From an optimization exercise on the open Yosys and OpenROAD flow, aimed at small area and a short achievable clock period; shortcuts taken in it are not production practice.
The RTL was checked by simulation tests, not by an equivalence proof against the original design.

===== design.v =====
module gf16_rs_codec (
    input  wire        decode,      
    input  wire [31:0] dq,          
    input  wire [7:0]  cb,          
    output reg  [31:0] dq_out,
    output reg  [7:0]  cb_out,
    output reg  [1:0]  status,
    output reg  [7:0]  syndrome,
    output reg  [3:0]  pos
);
    function [3:0] gf_mul;
        input [3:0] a;
        input [3:0] b;
        reg   [3:0] p;
        reg   [3:0] aa;
        integer     i;
        begin
            p  = 4'h0;
            aa = a;
            for (i = 0; i < 4; i = i + 1) begin
                if (b[i]) p = p ^ aa;
                aa = {aa[2:0], 1'b0} ^ (aa[3] ? 4'h3 : 4'h0);
            end
            gf_mul = p;
        end
    endfunction
    function [3:0] gf_alpha;   
        input [3:0] i;
        case (i)
            4'd0:  gf_alpha = 4'h1;  4'd1:  gf_alpha = 4'h2;
            4'd2:  gf_alpha = 4'h4;  4'd3:  gf_alpha = 4'h8;
            4'd4:  gf_alpha = 4'h3;  4'd5:  gf_alpha = 4'h6;
            4'd6:  gf_alpha = 4'hC;  4'd7:  gf_alpha = 4'hB;
            4'd8:  gf_alpha = 4'h5;  4'd9:  gf_alpha = 4'hA;
            4'd10: gf_alpha = 4'h7;  4'd11: gf_alpha = 4'hE;
            4'd12: gf_alpha = 4'hF;  4'd13: gf_alpha = 4'hD;
            4'd14: gf_alpha = 4'h9;  default: gf_alpha = 4'h0;
        endcase
    endfunction
    function [3:0] gf_log;   
        input [3:0] x;
        case (x)
            4'h1: gf_log = 4'd0;   4'h2: gf_log = 4'd1;
            4'h4: gf_log = 4'd2;   4'h8: gf_log = 4'd3;
            4'h3: gf_log = 4'd4;   4'h6: gf_log = 4'd5;
            4'hC: gf_log = 4'd6;   4'hB: gf_log = 4'd7;
            4'h5: gf_log = 4'd8;   4'hA: gf_log = 4'd9;
            4'h7: gf_log = 4'd10;  4'hE: gf_log = 4'd11;
            4'hF: gf_log = 4'd12;  4'hD: gf_log = 4'd13;
            4'h9: gf_log = 4'd14;  default: gf_log = 4'd0;
        endcase
    endfunction
    reg [3:0] x [0:9];
    reg [3:0] A, B, S0, S1, x8, x9;
    reg [4:0] diff;
    reg [3:0] j;
    integer   k;
    always @* begin
        for (k = 0; k < 8; k = k + 1)
            x[k] = dq[4*k +: 4];
        x[8] = cb[3:0];
        x[9] = cb[7:4];
        A = 4'h0;
        B = 4'h0;
        for (k = 0; k < 8; k = k + 1) begin
            A = A ^ x[k];
            B = B ^ gf_mul(gf_alpha(k[3:0]), x[k]);
        end
        dq_out   = dq;
        cb_out   = cb;
        status   = 2'd0;
        syndrome = 8'h00;
        pos      = 4'd0;
        diff     = 5'd0;
        j        = 4'd0;
        S0       = 4'h0;
        S1       = 4'h0;
        x8       = 4'h0;
        x9       = 4'h0;
        if (!decode) begin
            x9     = gf_mul(gf_alpha(3), B ^ gf_mul(gf_alpha(8), A));
            x8     = A ^ x9;
            cb_out = {x9, x8};
        end else begin
            S0 = A ^ x[8] ^ x[9];
            S1 = B ^ gf_mul(gf_alpha(8), x[8]) ^ gf_mul(gf_alpha(9), x[9]);
            syndrome = {S1, S0};
            if (S0 == 4'h0 && S1 == 4'h0) begin
                status = 2'd0;
            end else if (S0 != 4'h0 && S1 != 4'h0) begin
                diff = {1'b0, gf_log(S1)} + 5'd15 - {1'b0, gf_log(S0)};
                if (diff >= 5'd15) diff = diff - 5'd15;
                j = diff[3:0];
                if (j <= 4'd9) begin
                    status = 2'd1;
                    pos    = j;
                    if (j <= 4'd7) dq_out[4*j +: 4] = dq[4*j +: 4] ^ S0;
                    else if (j == 4'd8) cb_out[3:0] = cb[3:0] ^ S0;
                    else cb_out[7:4] = cb[7:4] ^ S0;
                end else begin
                    status = 2'd2;
                end
            end else begin
                status = 2'd2;
            end
        end
    end
endmodule
module hsiao_sram_codec (
    input  wire        decode,      
    input  wire [63:0] data,
    input  wire [7:0]  check,
    output reg  [63:0] data_out,
    output reg  [7:0]  check_out,
    output reg  [1:0]  status,
    output reg  [7:0]  syndrome,
    output reg  [6:0]  pos
);
    localparam [511:0] HCOL = {
        8'h57,8'h4F,8'h3E,8'h3D,8'h3B,8'h37,8'h2F,8'h1F,8'hE0,8'hD0,8'hC8,8'hC4,8'hC2,8'hC1,8'hB0,8'hA8,
        8'hA4,8'hA2,8'hA1,8'h98,8'h94,8'h92,8'h91,8'h8C,8'h8A,8'h89,8'h86,8'h85,8'h83,8'h70,8'h68,8'h64,
        8'h62,8'h61,8'h58,8'h54,8'h52,8'h51,8'h4C,8'h4A,8'h49,8'h46,8'h45,8'h43,8'h38,8'h34,8'h32,8'h31,
        8'h2C,8'h2A,8'h29,8'h26,8'h25,8'h23,8'h1C,8'h1A,8'h19,8'h16,8'h15,8'h13,8'h0E,8'h0D,8'h0B,8'h07};
    reg [7:0] calc;
    reg [7:0] s;
    reg [3:0] weight;
    reg       matched;
    integer   i, k;
    always @* begin
        calc = 8'h00;
        for (k = 0; k < 64; k = k + 1)
            if (data[k]) calc = calc ^ HCOL[8*k +: 8];
        data_out  = data;
        check_out = check;
        status    = 2'd0;
        syndrome  = 8'h00;
        pos       = 7'd0;
        s         = 8'h00;
        weight    = 4'd0;
        matched   = 1'b0;
        if (!decode) begin
            check_out = calc;
        end else begin
            s        = check ^ calc;
            syndrome = s;
            weight   = 4'd0;
            for (i = 0; i < 8; i = i + 1)
                weight = weight + {3'b000, s[i]};
            if (s == 8'h00) begin
                status = 2'd0;
            end else begin
                for (k = 0; k < 64; k = k + 1) begin
                    if (s == HCOL[8*k +: 8]) begin
                        matched     = 1'b1;
                        data_out[k] = ~data[k];
                        pos         = k[6:0];
                    end
                end
                if (matched) begin
                    status = 2'd1;
                end else if (weight == 4'd1) begin
                    status    = 2'd1;
                    check_out = check ^ s;
                    for (i = 0; i < 8; i = i + 1)
                        if (s[i]) pos = 7'd64 + i[6:0];
                end else begin
                    status = 2'd2;
                end
            end
        end
    end
endmodule
module mem_ecc_codec (
    input  wire        clk,
    input  wire        rst_n,
    input  wire        in_valid,
    input  wire [1:0]  in_op,
    input  wire [63:0] in_data,
    input  wire [7:0]  in_check,
    output reg         out_valid,
    output reg  [63:0] out_data,
    output reg  [7:0]  out_check,
    output reg  [1:0]  out_status,
    output reg  [7:0]  out_syndrome,
    output reg  [6:0]  out_pos
);
    reg        v_q;
    reg [1:0]  op_q;
    reg [63:0] data_q;
    reg [7:0]  check_q;
    always @(posedge clk) begin
        if (!rst_n) v_q <= 1'b0;
        else        v_q <= in_valid;
        op_q    <= in_op;
        data_q  <= in_data;
        check_q <= in_check;
    end
    wire [31:0] rs_dq;
    wire [7:0]  rs_cb;
    wire [1:0]  rs_status;
    wire [7:0]  rs_syndrome;
    wire [3:0]  rs_pos;
    gf16_rs_codec u_rs (
        .decode   (op_q[0]),
        .dq       (data_q[31:0]),
        .cb       (check_q),
        .dq_out   (rs_dq),
        .cb_out   (rs_cb),
        .status   (rs_status),
        .syndrome (rs_syndrome),
        .pos      (rs_pos)
    );
    wire [63:0] hs_data;
    wire [7:0]  hs_check;
    wire [1:0]  hs_status;
    wire [7:0]  hs_syndrome;
    wire [6:0]  hs_pos;
    hsiao_sram_codec u_hs (
        .decode    (op_q[0]),
        .data      (data_q),
        .check     (check_q),
        .data_out  (hs_data),
        .check_out (hs_check),
        .status    (hs_status),
        .syndrome  (hs_syndrome),
        .pos       (hs_pos)
    );
    always @(posedge clk) begin
        if (!rst_n) out_valid <= 1'b0;
        else        out_valid <= v_q;
        if (op_q[1]) begin
            out_data     <= hs_data;
            out_check    <= hs_check;
            out_status   <= hs_status;
            out_syndrome <= hs_syndrome;
            out_pos      <= hs_pos;
        end else begin
            out_data     <= {32'h0000_0000, rs_dq};
            out_check    <= rs_cb;
            out_status   <= rs_status;
            out_syndrome <= rs_syndrome;
            out_pos      <= {3'b000, rs_pos};
        end
    end
endmodule

===== run.sh =====
#!/bin/bash
# synth_recipe.tcl (not shown) runs the flow's synth.tcl, then flattens the netlist and writes it again
# the make line also repeats each setting of config.mk as NAME=value (left out here)
make -C /OpenROAD-flow-scripts/flow DESIGN_CONFIG=/design/flow/config.mk WORK_HOME=/design/flow/orfs CLKGATE_MAP_FILE= SYNTH_SCRIPT=/design/flow/synth_recipe.tcl finish

===== config.mk =====
export PLATFORM = sky130hd
export DESIGN_NAME = mem_ecc_codec
export DESIGN_NICKNAME = mem_ecc_codec
export VERILOG_FILES = /design/flow/design.v
export SDC_FILE = /design/flow/constraint.sdc
export NUM_CORES = 4
export LEC_CHECK = 0
export CAP_MARGIN = 20
export CORE_MARGIN = 2
export CORE_UTILIZATION = 40
export SLEW_MARGIN = 20

===== constraint.sdc =====
create_clock -name core_clock -period 8.0 [get_ports {clk}]
set_input_delay 1.6000 -clock core_clock [delete_from_list [all_inputs] [get_ports {clk}]]
set_output_delay 1.6000 -clock core_clock [all_outputs]
set_load 0.01 [all_outputs]

==> results.ini <==
[logic_synthesis]
postSynthCellCount = 1177
netlist_area_um2 = 10700
synth_cell_types = 77
synth_area_per_cell_um2 = 9.12
synth_fp_nets = 1282
synth_edf_count = 0
yosysWarnings = 4
ys_seq_elements = 165
ys_seq_area_frac = 0.308
synth_flop_cell = dfxtp_1
async_flop_share = 0

[global_routing]
grt_pass1_wl_um = 61000
antenna_found_initial = 0
grt_overflow = 0
grt_pass1_vias = 9514
grt_max_degree = 43
grt.total_usage = 0.290

[worst_setup_path]
start_kind = flip-flop
required_ns = 8.30
cp.arrival_ns = 7.34
r2r-start = data_q[25]
ff2ff_setup_slack_ns = 0.96
reg2reg_depth = 22
critical_path_class = reg -> reg
cp-end-kind = flip-flop
worstPathMaxFanout = 13
reg2reg_to = out_check[4]

[placement]
dp.cells = 1630
port_buffers = 166
routabilityCongestion = 1.00
dp_hpwl_um = 31100

[drt]
wl_per_cell_um = 25.0
ant_nets = 0
vias = 9838
drtIter0Drc = 1283
dr.pass1.iters = 6
drc = 0
wirelength_um = 41500
via_per_inst = 5.92

[finish]
final_common_cell = clkdlybuf4s50_1
num-fill-cells = 2433
insertedDiodeCount = 0
layout_common_cells = clkdlybuf4s50_1 (166), dfxtp_1 (164), xnor2_1 (135)
fin_nets = 1419
drive_above_1_share = 0.0761
final_cells = 1662
syn2layout_area_growth_pct = 23.6

[clock_network]
postCtsHoldBufs = 0
clockBufferDepth = 2
insertion_delay_ns = 0.45
cts_buffers = 17
ctsResizeCount = 0
post-cts-setup-buffers = 0
cts_htree_levels = 4
cts.clk_slew.worst_paths_ns = 0.08
cts_sinks = 165
tritoncts = done
cts_root_buffer = clkbuf_16

[floorplan]
die_w_um = 168
start_util = 0.410
core_um2 = 26200
io_pins = 167
num_rows = 59
die_h_um = 168
die-area_um2 = 28200

[flow_run]
drv_cap = 0

[timing]
rsz0062_at_grt = no
timing.hold.ws_ns = 0.437
timing.slew.headroom = 0.232
hold_viol_final = 0
skew_ns = 0.0191
worst_slew_pin_slew_ns = 1.14
fmax_mhz = 142
period_share = 0.880
fin_setup_tns_ns = 0
finalSetupViolations = 0
drv_slew = 0
fin_crit_ns = 7.04

[min_path]
hp-start = v_q
hold_class = reg -> reg
hold_path_end = out_valid
hold_depth = 1

[run_status]
outcome = complete, no violations

-- kinds of logic after synthesis --
| kind of cell | after synthesis | share of synthesized area |
|---|---|---|
| flip-flops | 165 | 0.308 |
| multiplexers | 25 | 0.0311 |
| AND/OR/NAND/NOR | 363 | 0.154 |
| XOR/XNOR | 254 | 0.281 |
| adder cells (fa/ha/maj) | 28 | 0.0354 |
| buffers and inverters | 97 | 0.0385 |
| AO/OA/AOI/OAI | 245 | 0.153 |
-- how the worst max path moves through the flow --
stage | startpoint | end | slack [ns] | depth (start not counted)
finish | data_q[25] | out_check[4] | 0.96 | 22
global route | data_q[25] | out_check[4] | 0.58 | 22
CTS | data_q[25] | out_check[4] | 1.06 | 22
detailed placement | data_q[25] | out_check[4] | 1.10 | 22
global placement | data_q[25] | out_check[4] | 1.11 | 22
floorplan | data_q[18] | out_data[0] | 1.93 | 24
-- layer usage --
metal / vias to the layer above / GRT usage / routed length [um]
met3: 155 / 0.0663 / 4300
met1: 4588 / 0.382 / 16700
met5: - / 0 / 0
met2: 676 / 0.453 / 18500
li1: 4419 / - / -
met4: 0 / 0.137 / 2010
-- cell type report --
type | count | area (um^2) | area share
inverters | 23 | 86.3 | 0.00651
clock buffers | 18 | 439 | 0.0331
flip-flops and latches | 165 | 3300 | 0.249
clock inverters | 14 | 138 | 0.0104
multi-input cells | 915 | 7020 | 0.529
well taps | 335 | 419 | 0.0316
repair buffers | 192 | 1860 | 0.140
-- cell usage after synthesis (11+ instances only) --
master / count / area (um^2)
dfxtp_1: 165 / 3300
xnor2_1: 135 / 1180
nor2_1: 120 / 450
nand2_1: 115 / 432
a21oi_1: 75 / 375
xor2_1: 60 / 526
clkbuf_1: 49 / 184
xnor3_1: 39 / 878
o21ai_0: 38 / 190
nand3_1: 34 / 170
ha_1: 24 / 300
nand4_1: 23 / 144
nor3_1: 21 / 105
inv_1: 18 / 67.6
a31oi_1: 15 / 93.8
a21o_1: 14 / 105
and3_1: 12 / 75.1
buf_2: 12 / 60.1
mux2i_1: 12 / 120
and2_1: 11 / 68.8
o311ai_0: 11 / 96.3
-- critical path, cell delays in order, from the launching register on --
cell,delay (ns)
dfxtp_1,0.66
xnor3_1,0.55
xnor2_1,0.27
xor2_1,0.46
xor2_1,0.45
inv_1,0.20
ha_1,0.22
a211oi_1,0.19
a21oi_1,0.08
ha_1,0.27
fa_1,0.59
ha_1,0.20
a21oi_1,0.05
o31a_1,0.29
xnor2_1,0.14
buf_4,0.25
inv_1,0.24
ha_1,0.39
nor3b_1,0.26
nand3_1,0.34
mux2_2,0.39
a211oi_1,0.32
a21oi_1,0.07
-- registers in the layout, indices dropped and copies added, names as in the netlist --
register and flops:
out_check 8, out_status 2, data_q 64, v_q 1
out_syndrome 8, out_pos 7, out_valid 1, op_q 2
out_data 64, check_q 8
-- stage by stage --
stage               area (um^2)  setup WS, ns  utilization
floorplan                 10700          1.93            -
global placement          12700          1.11        0.484
detailed placement        12700          1.10        0.484
CTS                       13300          1.06        0.506
global route              13300         0.579        0.506
finish                    13300         0.961        0.506

static timing again, ports no longer ideal:
The results above use ideal ports. As a check the final layout listed here was re-extracted and re-timed, cells and wires unchanged.
Step 1 sets driving cells, clkbuf_16 on the clock port and buf_2 on the other inputs (assumed; they add their load-dependent delay and slew).
Step 2 also shifts input and output timing later by t, the mid clock arrival at the registers, as if the neighbouring blocks saw the same clock.
a / b / c = ideal ports / drivers / drivers and shift; a / b = the first two.
shift t [ns]: 0.489
setup WS [ns]: 0.961 / 0.961 / 0.961
worst setup path after step 2: register to register
slew at the worst register clock pin (ns): 0.08 / 0.08
worst slew at a driven data input, ns: 0.04
After both steps setup and hold are still met in this run. For this run, drivers alone change the setup slack by 0.000 ns; drivers and shift together by 0.000 ns.
